This design comes from an exercise in tuning for small area and a short achievable clock period on the open sky130 flow, not from production work.
At most, simulation tests tie the RTL to the original design; equivalence was not proved.

==> inputs of 05-02 <==
## cor_slot
module cor_slot (
    input  wire         clk,
    input  wire         rst,           
    input  wire         cfg_we,
    input  wire [4:0]   cfg_addr,
    input  wire [31:0]  cfg_wdata,
    input  wire         start,
    input  wire         s_valid,
    input  wire [3:0]   s_i,
    input  wire [3:0]   s_q,
    input  wire         s_flag,
    output reg          dump_valid,
    output wire [15:0]  dump_seq,
    output wire         dump_sat,
    output wire [31:0]  dump_nflag,
    output wire [31:0]  dump_nsamp,
    output wire [47:0]  dump_carr,
    output wire [10:0]  dump_sidx,
    output wire [223:0] dump_tap_i,    
    output wire [223:0] dump_tap_q
);
==> flow/config.mk <==
export PLATFORM = sky130hd
export DESIGN_NAME = cor_slot
export DESIGN_NICKNAME = cor_slot
export VERILOG_FILES = /design/flow/design.v
export SDC_FILE = /design/flow/constraint.sdc
export NUM_CORES = 4
export LEC_CHECK = 0
export CAP_MARGIN = 20
export CORE_MARGIN = 2
export CORE_UTILIZATION = 55
export PLACE_DENSITY = 0.7
export SLEW_MARGIN = 20
==> flow/constraint.sdc <==
create_clock -name core_clock -period 12.0 [get_ports {clk}]
set_input_delay 2.4000 -clock core_clock [delete_from_list [all_inputs] [get_ports {clk}]]
set_output_delay 2.4000 -clock core_clock [all_outputs]
set_load 0.01 [all_outputs]
standard.sh (not shown) runs the stock make flow with config.mk's settings and CLKGATE_MAP_FILE= SYNTH_SCRIPT=/design/flow/synth_recipe.tcl, a recipe that flattens the netlist after the stock synthesis.
==> flow/flow/run.sh <==
#!/bin/bash
# The standard layout (standard.sh: ORFS synthesis to finish), with the
# timing repair after CTS and after global routing aiming at 8 ns of setup
# slack instead of 0, so that it shortens the paths below the 12 ns clock.
# The ORFS logs stay under orfs/logs; standard.sh's own output goes to
# standard.log.
set -uo pipefail
export SETUP_SLACK_MARGIN=8
bash standard.sh > standard.log 2>&1
==> 01-16: changes against 05-02 <==
--- a/flow/design.v
+++ b/flow/design.v
@@ -1,18 +1,17 @@
 module cor_acc (
     input  wire        clk,
     input  wire        clr,        
-    input  wire        en,         
     input  wire        neg,        
     input  wire signed [10:0] y,
     output reg  signed [23:0] acc,
     output wire        sat         
 );
     wire [23:0] base = clr ? 24'd0 : acc;
-    wire [10:0] op   = en ? (y ^ {11{neg}}) : 11'd0;
-    wire [11:0] lo   = {1'b0, base[10:0]} + {1'b0, op} + {11'd0, en & neg};
+    wire [10:0] op   = y ^ {11{neg}};
+    wire [11:0] lo   = {1'b0, base[10:0]} + {1'b0, op} + {11'd0, neg};
     wire [12:0] hp   = base[23:11] + 13'd1;
     wire [12:0] hm   = base[23:11] - 13'd1;
     wire        up   = lo[11] & ~op[10];
     wire        dn   = ~lo[11] & op[10];
     wire [12:0] hi   = up ? hp : dn ? hm : base[23:11];
     wire ovf = (up & ~base[23] & hp[12]) | (dn & base[23] & ~hm[12]);
@@ -635,41 +634,42 @@
             wire s;
             cor_replica u_rep (.z4(tap_z[t]), .sin(t == 5 ? r_sin_b : r_sin_a),
                                .cos(t == 5 ? r_cos_b : r_cos_a), .s(s));
             assign tap_neg[t] = m_chip[t] ^ s;
         end
     endgenerate
-    reg               b_en, b_add_a, b_add_b, b_flag, b_dump;
-    reg signed [10:0] b_yi, b_yq;
+    reg               b_en, b_flag, b_dump;
+    reg signed [10:0] b_yi_a, b_yq_a, b_yi_b, b_yq_b;
     reg [6:0]         b_negi, b_negq;
+    wire              add_a = m_en && !i_rst && !m_flag && r_on_a;
+    wire              add_b = m_en && !i_rst && !m_flag && r_on_b;
     always @(posedge clk) begin
         b_en   <= m_en && !i_rst;
-        b_add_a <= m_en && !i_rst && !m_flag && r_on_a;    
-        b_add_b <= m_en && !i_rst && !m_flag && r_on_b;    
         b_dump <= m_dump && !i_rst && !i_start;
         b_flag <= m_flag;
-        b_yi   <= ui;
-        b_yq   <= uq;
+        b_yi_a <= add_a ? ui : 11'd0;
+        b_yq_a <= add_a ? uq : 11'd0;
+        b_yi_b <= add_b ? ui : 11'd0;
+        b_yq_b <= add_b ? uq : 11'd0;
         b_negi <= tap_neg ^ {7{ni}};
         b_negq <= tap_neg ^ {7{nq}};
     end
     reg         clr;           
     reg         sat_any;
     reg [31:0]  nflag, nsamp;
     wire [13:0] sat_now;
     wire [23:0] acc_i [0:6];
     wire [23:0] acc_q [0:6];
     generate
         for (t = 0; t < 7; t = t + 1) begin : g_tap
-            wire tap_en = (t == 5) ? b_add_b : b_add_a;
             cor_acc u_acc_i (
-                .clk(clk), .clr(clr), .en(tap_en), .neg(b_negi[t]), .y(b_yi),
+                .clk(clk), .clr(clr), .neg(b_negi[t]), .y(t == 5 ? b_yi_b : b_yi_a),
                 .acc(acc_i[t]), .sat(sat_now[2*t])
             );
             cor_acc u_acc_q (
-                .clk(clk), .clr(clr), .en(tap_en), .neg(b_negq[t]), .y(b_yq),
+                .clk(clk), .clr(clr), .neg(b_negq[t]), .y(t == 5 ? b_yq_b : b_yq_a),
                 .acc(acc_q[t]), .sat(sat_now[2*t+1])
             );
             assign dump_tap_i[32*t +: 32] = {{8{acc_i[t][23]}}, acc_i[t]};
             assign dump_tap_q[32*t +: 32] = {{8{acc_q[t][23]}}, acc_q[t]};
         end
     endgenerate
==> flow/flow/run.sh (replaced) <==
#!/bin/bash
# The standard layout (standard.sh: ORFS synthesis to finish), with:
# - timing repair after CTS and after global routing aiming at 8 ns of setup
#   slack instead of 0, so that it shortens the paths below the 12 ns clock;
# - ports buffered with sky130_fd_sc_hd__buf_2 cells;
# - sizing free to change a cell's footprint.
# The ORFS logs stay under orfs/logs; standard.sh's own output goes to
# standard.log.
set -uo pipefail
export SETUP_SLACK_MARGIN=8
export BUFFER_PORTS_ARGS="-buffer_cell sky130_fd_sc_hd__buf_2"
bash standard.sh MATCH_CELL_FOOTPRINT=0 finish > standard.log 2>&1
Settings changed: CORE_UTILIZATION 55 to 65, PLACE_DENSITY 0.7 to 0.8.
==> 05-15: changes against 05-02 <==
--- a/flow/design.v
+++ b/flow/design.v
@@ -6,22 +6,16 @@
     input  wire signed [10:0] y,
     output reg  signed [23:0] acc,
     output wire        sat         
 );
     wire [23:0] base = clr ? 24'd0 : acc;
     wire [10:0] op   = en ? (y ^ {11{neg}}) : 11'd0;
-    wire [11:0] lo   = {1'b0, base[10:0]} + {1'b0, op} + {11'd0, en & neg};
-    wire [12:0] hp   = base[23:11] + 13'd1;
-    wire [12:0] hm   = base[23:11] - 13'd1;
-    wire        up   = lo[11] & ~op[10];
-    wire        dn   = ~lo[11] & op[10];
-    wire [12:0] hi   = up ? hp : dn ? hm : base[23:11];
-    wire ovf = (up & ~base[23] & hp[12]) | (dn & base[23] & ~hm[12]);
-    assign sat = ovf;
+    wire [24:0] full = {base[23], base} + {{14{op[10]}}, op} + {24'd0, en & neg};
+    assign sat = (full[24] != full[23]);
     always @(posedge clk)
-        acc <= ovf ? {base[23], {23{~base[23]}}} : {hi, lo[10:0]};
+        acc <= sat ? {full[24], {23{~full[24]}}} : full[23:0];
 endmodule
 module cor_codegen (
     input  wire        clk,
     input  wire        restart,      
     input  wire        adv,          
     input  wire        epoch,        
@@ -635,19 +629,18 @@
             wire s;
             cor_replica u_rep (.z4(tap_z[t]), .sin(t == 5 ? r_sin_b : r_sin_a),
                                .cos(t == 5 ? r_cos_b : r_cos_a), .s(s));
             assign tap_neg[t] = m_chip[t] ^ s;
         end
     endgenerate
-    reg               b_en, b_add_a, b_add_b, b_flag, b_dump;
+    reg               b_en, b_add, b_flag, b_dump;
     reg signed [10:0] b_yi, b_yq;
     reg [6:0]         b_negi, b_negq;
     always @(posedge clk) begin
         b_en   <= m_en && !i_rst;
-        b_add_a <= m_en && !i_rst && !m_flag && r_on_a;    
-        b_add_b <= m_en && !i_rst && !m_flag && r_on_b;    
+        b_add  <= m_en && !i_rst && !m_flag;       
         b_dump <= m_dump && !i_rst && !i_start;
         b_flag <= m_flag;
         b_yi   <= ui;
         b_yq   <= uq;
         b_negi <= tap_neg ^ {7{ni}};
         b_negq <= tap_neg ^ {7{nq}};
@@ -657,13 +650,13 @@
     reg [31:0]  nflag, nsamp;
     wire [13:0] sat_now;
     wire [23:0] acc_i [0:6];
     wire [23:0] acc_q [0:6];
     generate
         for (t = 0; t < 7; t = t + 1) begin : g_tap
-            wire tap_en = (t == 5) ? b_add_b : b_add_a;
+            wire tap_en = b_add && (t == 5 ? r_on_b : r_on_a);
             cor_acc u_acc_i (
                 .clk(clk), .clr(clr), .en(tap_en), .neg(b_negi[t]), .y(b_yi),
                 .acc(acc_i[t]), .sat(sat_now[2*t])
             );
             cor_acc u_acc_q (
                 .clk(clk), .clr(clr), .en(tap_en), .neg(b_negq[t]), .y(b_yq),
@@ -675,13 +668,13 @@
     endgenerate
     wire [31:0] nflag_base = clr ? 32'd0 : nflag;
     wire [31:0] nsamp_base = clr ? 32'd0 : nsamp;
     always @(posedge clk) begin
         clr        <= b_dump || i_start;
         dump_valid <= b_dump && !i_start && !i_rst && !rst;
-        sat_any    <= (!clr && sat_any) || (sat_now != 14'd0);
+        sat_any    <= (!clr && sat_any) || (b_en && (sat_now != 14'd0));
         nsamp      <= nsamp_base + {31'd0, b_en};
         nflag      <= nflag_base + {31'd0, b_en && b_flag && (nflag_base != 32'hffff_ffff)};
     end
     assign dump_seq   = seq;
     assign dump_sat   = sat_any;
     assign dump_nflag = nflag;
==> flow/flow/run.sh (replaced) <==
#!/bin/bash
# Standard layout, with timing repair aiming at a larger setup slack margin.
set -uo pipefail
export SETUP_SLACK_MARGIN=8
bash standard.sh > standard.log 2>&1
==> out/metrics.yaml <==
outcome: "complete, no violations"
fin_util: 0.669
antenna_found_initial: 16
area_growth_pct: 21.2
post_drt_wl_per_cell_um: 23.3
cpMostUsedCell: "fa_2"
final_cell_mix: "edfxtp_1 (1154), nand2_1 (930), xnor2_1 (692), a21oi_1 (650), nor2_1 (561)"
startpoint: "r_on_a$_DFFE_PP_"
synth_seq_area_share: 0.462
grt_pass1_wl_um: 440000
(the above is from 05-15)
==> out/metrics.yaml <==
startpoint: "g_tap[6].u_acc_q.acc[23]$_DFF_P_"
antenna_found_initial: 13
synth_seq_cells: 1688
final_cell_mix: "edfxtp_1 (1154), nand2_1 (1146), o21ai_0 (634), nor2_1 (622), xnor2_1 (516)"
fin_util: 0.651
path_class: "reg -> out"
area_growth_pct: 17.6
yosys.area.top_type: "edfxtp_1"
synth_seq_area_share: 0.471
synthTopCellsByCount: "edfxtp_1 (1154), nand2_1 (1154), nor2_1 (650), o21ai_0 (650), dfxtp_1 (534)"
grt_pass1_wl_um: 441000
post_drt_wl_per_cell_um: 23.6
outcome: "complete, no violations"
(the above is from 05-02)
==> out/metrics.yaml <==
antenna_found_initial: 13
rr_endpoint: "m_chip[0]$_DFF_P_"
outcome: "complete, no violations"
holdPathEnd: "m_sq[0]$_DFF_P_"
fin_util: 0.735
post_drt_wl_per_cell_um: 24.2
grt_pass1_wl_um: 436000
avgSynthCellArea_um2: 10.2
final_cell_mix: "edfxtp_1 (1154), nand2_1 (1091), o21ai_0 (642), nor2_1 (636), buf_2 (626)"
startpoint: "nflag[28]$_DFF_P_"
io_pins: 640
(the above is from 01-16)
The RTL of 05-15 was laid out without a check of its function.

re-timing with driven ports:
In the flow no input, the clock included, has a driving cell. The finished layouts below were timed again as built, in two steps. Step 1: set_driving_cell puts a clkbuf_16 on clk and a buf_2 on each other input, an assumption about the parent block. Step 2 adds t to the input delays and takes it off the output delays; t is the mean of the earliest and latest rising clock arrival at the registers after step 1. Input paths then give back, and output paths get back, about the clock's delay inside the block. Three values: no drivers, after step 1, after step 2; two values: the first two.
run | shift t [ns] | setup WS [ns] | worst setup path after step 2
05-02 | 0.923 | 7.954 / 7.865 / 7.989 | register to register
01-16 | 0.899 | 8.019 / 7.934 / 8.054 | register to register
05-15 | 0.900 | 7.549 / 7.549 / 7.549 | register to register
After both steps setup and hold are still met in every run listed.
